Background: an optimization exercise with open tools, aiming at small area and a short achievable clock period. Do not read the settings as production practice. The RTL was checked by simulation tests, not by an equivalence proof against the original design. Power and IR drop assume default switching activity.

## alpha
## squall_q0
module squall_q0 #(
    parameter DEPTH = 32,
    parameter AW    = 5
) (
    input  wire        clk,
    input  wire        rst,           
    input  wire        ev_valid,
    input  wire [63:0] ev_time,
    input  wire [15:0] ev_code,
    input  wire [7:0]  ev_src,
    input  wire [7:0]  ev_count,
    input  wire [31:0] ev_arg,
    input  wire        fr_ready,
    output reg         fr_valid,
    output wire [63:0] fr_time,
    output wire [15:0] fr_code,
    output wire [7:0]  fr_src,
    output reg  [7:0]  fr_count,
    output wire [31:0] fr_arg,
    output reg  [AW:0] level,
    input  wire        lost_clr,
    output reg  [31:0] lost
);
    reg [63:0] e_time  [0:DEPTH-1];
    reg [15:0] e_code  [0:DEPTH-1];
    reg [7:0]  e_src   [0:DEPTH-1];
    reg [7:0]  e_count [0:DEPTH-1];
    reg [31:0] e_arg   [0:DEPTH-1];
    reg [63:0]      pw_time;
    reg [15:0]      pw_code;
    reg [7:0]       pw_src;
    reg [7:0]       pw_count;
    reg [31:0]      pw_arg;
    reg [DEPTH-1:0] pw_oh;
    reg [AW-1:0] head;
    reg [AW-1:0] tail;
    reg          full;
    reg          one;             
    wire pop       = fr_valid && fr_ready;
    wire space     = !full || fr_ready;
    wire do_lose   = ev_valid && full && !fr_ready;
    wire do_append = ev_valid && space;
  ...
Settings: LEC_CHECK=0, ABC_CLOCK_PERIOD_IN_PS=2000, CAP_MARGIN=20, CORE_MARGIN=2, CORE_UTILIZATION=40, SLEW_MARGIN=20; clock period 36.0 ns.
standard.sh (not shown) runs the stock make flow with config.mk's settings and CLKGATE_MAP_FILE= SYNTH_SCRIPT=/design/flow/synth_recipe.tcl, a recipe that flattens the netlist after the stock synthesis.
==> flow/flow/run.sh <==
#!/bin/bash
# The standard layout, with timing repair after CTS and global routing
# aiming at a setup slack well above zero at the design's clock period.
set -euo pipefail
bash standard.sh SETUP_SLACK_MARGIN=27 finish > standard.log 2>&1
What beta does differently from alpha at the input level:
Settings: CTS_CLUSTER_DIAMETER: unset -> 80; CTS_CLUSTER_SIZE: unset -> 25.
[summary]
In summary, beta completed successfully, with a layout that passed the timing, DRC and antenna checks.
In beta the final hold slack turned out 0.0039 ns lower than in alpha.
Delta (beta minus alpha): share of total power consumed by net switching now sits higher, initial antenna violation count now sits higher.
Global routing met3 resource utilization: beta vs alpha down 0.56 points
| aggregate routed wire length | beta vs alpha | better |
Between beta and alpha, it is beta whose instance count on the critical path is lower, by 2.
Going from alpha to beta, sequential fraction of total cell area higher; power after layout lower.
beta reports a higher maximum frequency than alpha does.
What gamma does differently from beta at the input level:
Settings: CORE_UTILIZATION changed from 40 to 52; CTS_CLUSTER_DIAMETER removed (was 80); CTS_CLUSTER_SIZE removed (was 25).
- Result: PASS for each of gamma and beta
- Taking beta as the reference, in gamma total non-filler cell area in the finished layout saw an increase, time the final worst path needs with I/O delays and setup shows an increase of 0.20 ns, via count shows an increase of 3152, post-detailed-route via-to-cell ratio up 8.2%, number of clock-tree buffers in the layout picked up an extra 207.
- Comparing gamma and beta, the higher utilization was measured on gamma.
- Relative to beta, the post-route total power measured on gamma has increased by more than 10%.
- gamma vs beta: share of power burned in combinational logic down
- Comparing gamma and beta, fraction of the cycle the final worst path needs is lower on beta.
Inputs modified between gamma and delta:
Settings: a change of CORE_UTILIZATION from 52 to 40.
==> flow/flow/run.sh <==
#!/bin/bash
# The standard layout, with every port on the bottom edge and timing repair
# after CTS and global routing aiming at a setup slack well above zero at
# the design's clock period.
set -euo pipefail
bash standard.sh IO_CONSTRAINTS=$PWD/flow/io.tcl SETUP_SLACK_MARGIN=27 finish > standard.log 2>&1
==> flow/flow/io.tcl (new file) <==
# Keep every port on the bottom edge, so that the head copy, the event
# registers and the port buffers sit together.
set_io_pin_constraint -region bottom:* -pin_names [concat [get_object_name [all_inputs]] [get_object_name [all_outputs]]]
Results
- ~same post-synthesis share of cell area spent on and, or, nand and nor gates in gamma and delta
- [compare] base=gamma new=delta: starting utilization of the core area went down 12 points, synthesized area held.
- delta did not run to completion, as it errored out during floorplan (2_1_floorplan).

---

The RTL this note starts from:
==> flow/design.v <==
module squall_q0 #(
    parameter DEPTH = 32,
    parameter AW    = 5
) (
    input  wire        clk,
    input  wire        rst,           
    input  wire        ev_valid,
    input  wire [63:0] ev_time,
    input  wire [15:0] ev_code,
    input  wire [7:0]  ev_src,
    input  wire [7:0]  ev_count,
    input  wire [31:0] ev_arg,
    input  wire        fr_ready,
    output reg         fr_valid,
    output wire [63:0] fr_time,
    output wire [15:0] fr_code,
    output wire [7:0]  fr_src,
    output wire [7:0]  fr_count,
    output wire [31:0] fr_arg,
    output reg  [AW:0] level,
    input  wire        lost_clr,
    output reg  [31:0] lost
);
    reg [63:0] e_time  [0:DEPTH-1];
    reg [15:0] e_code  [0:DEPTH-1];
    reg [7:0]  e_src   [0:DEPTH-1];
    reg [7:0]  e_count [0:DEPTH-1];
    reg [31:0] e_arg   [0:DEPTH-1];
    reg [63:0] hd_time;
    reg [15:0] hd_code;
    reg [7:0]  hd_src;
    reg [7:0]  hd_count;
    reg [31:0] hd_arg;
    reg [AW-1:0] head;
    reg [AW-1:0] tail;
    reg          full;
    reg          one;             
    assign fr_time  = hd_time;
    assign fr_code  = hd_code;
    assign fr_src   = hd_src;
    assign fr_count = hd_count;
    assign fr_arg   = hd_arg;
    wire pop       = fr_valid && fr_ready;
    wire space     = !full || fr_ready;
    wire do_lose   = ev_valid && full && !fr_ready;
    wire do_append = ev_valid && space;
    wire [7:0] in_count = (ev_count == 8'd0) ? 8'd1 : ev_count;
    wire [1:0] in_sev   = ev_code[11:10];
    reg [DEPTH-1:0] has_sev3, has_sev2, has_sev1;
    reg [1:0]       low_sev;
    reg [DEPTH-1:0] slot_low;
    reg [DEPTH-1:0] at_head;         
    reg [DEPTH-1:0] below_tail;      
    reg [DEPTH-1:0] tail_oh;
    reg [DEPTH-1:0] head_oh;
    reg [DEPTH-1:0] next_oh;         
    reg [2*DEPTH-1:0] low_2x;
    reg [2*DEPTH-1:0] low_pre;       
    reg [2*DEPTH-1:0] repl_2x;
    reg [DEPTH-1:0] repl_oh;         
    integer i, s;
    always @* begin
        for (i = 0; i < DEPTH; i = i + 1) begin
            has_sev3[i]   = (e_code[i][11:10] == 2'd3);
            has_sev2[i]   = (e_code[i][11:10] == 2'd2);
            has_sev1[i]   = (e_code[i][11:10] == 2'd1);
            at_head[i]    = (i >= head);
            below_tail[i] = (i < tail);
            tail_oh[i]    = (i == tail);
            head_oh[i]    = (i == head);
        end
        next_oh = {head_oh[DEPTH-2:0], head_oh[DEPTH-1]};
        low_sev = (|has_sev3) ? 2'd3 : (|has_sev2) ? 2'd2 : (|has_sev1) ? 2'd1 : 2'd0;
        for (i = 0; i < DEPTH; i = i + 1)
            slot_low[i] = (e_code[i][11:10] == low_sev);
        low_2x = {slot_low, slot_low & at_head};
        low_pre = low_2x << 1;
        for (s = 1; s < 2*DEPTH; s = s * 2)
            low_pre = low_pre | (low_pre << s);
        repl_2x = low_2x & ~low_pre;
        repl_oh = repl_2x[2*DEPTH-1:DEPTH] | repl_2x[DEPTH-1:0];
    end
    reg [DEPTH-1:0]   match;
    reg [2*DEPTH-1:0] match_2x;
    reg [2*DEPTH-1:0] match_suf;     
    reg [2*DEPTH-1:0] merge_2x;
    reg [DEPTH-1:0]   merge_oh;      
    always @* begin
        for (i = 0; i < DEPTH; i = i + 1)
            match[i] = (e_code[i] == ev_code) && (e_src[i] == ev_src);
        match_2x = {match & below_tail, match & ~below_tail};
        match_suf = match_2x >> 1;
        for (s = 1; s < 2*DEPTH; s = s * 2)
            match_suf = match_suf | (match_suf >> s);
        merge_2x = match_2x & ~match_suf;
        merge_oh = merge_2x[2*DEPTH-1:DEPTH] | merge_2x[DEPTH-1:0];
    end
    wire merge_hit = |match;
    wire repl_ok   = do_lose && !merge_hit && (low_sev >= in_sev);
    wire do_merge  = do_lose && merge_hit;
    genvar g;
    generate
        for (g = 0; g < DEPTH; g = g + 1) begin : slot
            wire we  = (do_append && tail_oh[g]) || (repl_ok && repl_oh[g]);
            wire inc = do_merge && merge_oh[g];
            always @(posedge clk) begin
                if (we) begin
                    e_time[g] <= ev_time;
                    e_code[g] <= ev_code;
                    e_src[g]  <= ev_src;
                    e_arg[g]  <= ev_arg;
                end
                if (we)
                    e_count[g] <= in_count;
                else if (inc && e_count[g] != 8'hFF)
                    e_count[g] <= e_count[g] + 8'd1;
            end
        end
    endgenerate
    reg [63:0] nx_time;
    reg [15:0] nx_code;
    reg [7:0]  nx_src;
    reg [7:0]  nx_count;
    reg [31:0] nx_arg;
    always @* begin
        nx_time = 64'd0; nx_code = 16'd0; nx_src = 8'd0; nx_count = 8'd0; nx_arg = 32'd0;
        for (i = 0; i < DEPTH; i = i + 1) begin
            nx_time  = nx_time  | (e_time[i]  & {64{next_oh[i]}});
            nx_code  = nx_code  | (e_code[i]  & {16{next_oh[i]}});
            nx_src   = nx_src   | (e_src[i]   & {8{next_oh[i]}});
            nx_count = nx_count | (e_count[i] & {8{next_oh[i]}});
            nx_arg   = nx_arg   | (e_arg[i]   & {32{next_oh[i]}});
        end
    end
    wire hd_from_ev  = (do_append && (!fr_valid || (one && fr_ready))) ||
                       (repl_ok && |(repl_oh & head_oh));
    wire hd_from_nx  = pop && !one;
    wire hd_inc      = do_merge && |(merge_oh & head_oh);
    always @(posedge clk) begin
        if (hd_from_ev) begin
            hd_time  <= ev_time;
            hd_code  <= ev_code;
            hd_src   <= ev_src;
            hd_arg   <= ev_arg;
            hd_count <= in_count;
        end else if (hd_from_nx) begin
            hd_time  <= nx_time;
            hd_code  <= nx_code;
            hd_src   <= nx_src;
            hd_arg   <= nx_arg;
            hd_count <= nx_count;
        end else if (hd_inc && hd_count != 8'hFF)
            hd_count <= hd_count + 8'd1;
    end
    wire [AW:0] level_n = level + {{AW{1'b0}}, do_append} - {{AW{1'b0}}, pop};
    always @(posedge clk) begin
        if (rst) begin
            head     <= {AW{1'b0}};
            tail     <= {AW{1'b0}};
            full     <= 1'b0;
            one      <= 1'b0;
            fr_valid <= 1'b0;
            level    <= {(AW+1){1'b0}};
            lost     <= 32'd0;
        end else begin
            if (pop)
                head <= head + 1'b1;
            if (do_append)
                tail <= tail + 1'b1;
            level    <= level_n;
            full     <= level_n[AW];
            one      <= (level_n == 1);
            fr_valid <= (level_n != 0);
            if (lost_clr)
                lost <= {31'd0, do_lose};
            else if (do_lose && lost != 32'hFFFF_FFFF)
                lost <= lost + 32'd1;
        end
    end
endmodule
==> flow/config.mk <==
export PLATFORM = sky130hd
export DESIGN_NAME = squall_q0
export DESIGN_NICKNAME = squall_q0
export VERILOG_FILES = /design/flow/design.v
export SDC_FILE = /design/flow/constraint.sdc
export NUM_CORES = 4
export LEC_CHECK = 0
export ABC_CLOCK_PERIOD_IN_PS = 2000
export CAP_MARGIN = 40
export CORE_MARGIN = 2
export CORE_UTILIZATION = 40
export SLEW_MARGIN = 60
==> flow/constraint.sdc <==
create_clock -name core_clock -period 36.0 [get_ports {clk}]
set_input_delay 7.2000 -clock core_clock [delete_from_list [all_inputs] [get_ports {clk}]]
set_output_delay 7.2000 -clock core_clock [all_outputs]
set_load 0.01 [all_outputs]
run.sh (not shown) runs the stock make flow with config.mk's settings and CLKGATE_MAP_FILE= SYNTH_SCRIPT=/design/flow/synth_recipe.tcl, a recipe that flattens the netlist after the stock synthesis.
Stock flow here: none of the scripts above is used.
Change:
ABC_CLOCK_PERIOD_IN_PS = default   (was 2000)
CAP_MARGIN = 20   (was 40)
SLEW_MARGIN = 20   (was 60)
- hold slack is worse by 0.011 ns
- utilization goes down by 1.2 points
- synthesized cell count stays the same
- sequential cell count does not change

---

Another version of the RTL of squall_q0 (not shown whole).
Size in the first run: about 12000 cells after synthesis, about 4500 flip-flops, roughly 300 I/O pins, roughly 180000 um^2 of cells after synthesis.
export LEC_CHECK = 0
export ABC_CLOCK_PERIOD_IN_PS = 2000
export CAP_MARGIN = 20
export CORE_MARGIN = 2
export CORE_UTILIZATION = 40
export CTS_CLUSTER_DIAMETER = 80
export CTS_CLUSTER_SIZE = 25
export SLEW_MARGIN = 30
create_clock -name core_clock -period 36.0 [get_ports {clk}]
standard.sh (not shown) runs the stock make flow with config.mk's settings and CLKGATE_MAP_FILE= SYNTH_SCRIPT=/design/flow/synth_recipe.tcl, a recipe that flattens the netlist after the stock synthesis.
==> flow/flow/run.sh <==
#!/bin/bash
# The standard layout, with timing repair after CTS and global routing
# aiming at a setup slack well above zero at the design's clock period.
set -euo pipefail
bash standard.sh SETUP_SLACK_MARGIN=27 finish > standard.log 2>&1
==> next run, changes <==
- SLEW_MARGIN: 30 -> 20
Outcome: The new run ran to the end with no violations; worst setup slack is worse by 0.011 ns; clock-buffer cell count fell by 6; die area is unchanged; clock skew stays flat.

==> static timing again, ports no longer ideal <==
The results above use ideal ports. As a check the final layouts listed here were re-extracted and re-timed, cells and wires unchanged.
Step 1 (the two cells are an assumption about what drives the block):
set clk [get_ports {clk}]
set_driving_cell -lib_cell sky130_fd_sc_hd__clkbuf_16 $clk
set_driving_cell -lib_cell sky130_fd_sc_hd__buf_2 [delete_from_list [all_inputs] $clk]
Step 2 moves the port delays by t, midway between the first and last clock arrival at a register: inputs arrive t later, outputs are due t later. That takes back most of the time a late clock gives input paths.
Slacks: no drivers / after step 1 / after step 2; pairs: no drivers / after step 1.
run | shift t [ns] | setup slack, ns | worst setup path at the end | cell pins on the clock port's net
alpha | 1.126 | 26.076 / 25.954 / 25.272 | input to register | 1
beta | 1.094 | 26.156 / 26.032 / 25.186 | input to register | 1
gamma | 1.148 | 25.956 / 25.847 / 24.894 | input to register | 1
the first run of note 2 | 1.099 | 23.574 / 23.646 / 22.548 | input to register | 1
the second run of note 2 | 1.104 | 22.357 / 22.437 / 21.333 | input to register | 1
the first run of note 3 | 1.125 | 26.280 / 26.175 / 25.417 | input to register | 1
the second run of note 3 | 1.123 | 26.269 / 26.146 / 25.412 | input to register | 1
After both steps setup and hold are still met in every run listed. The setup slack of gamma, which loses most, moves by -0.109 ns with the drivers and by -1.062 ns with both steps.
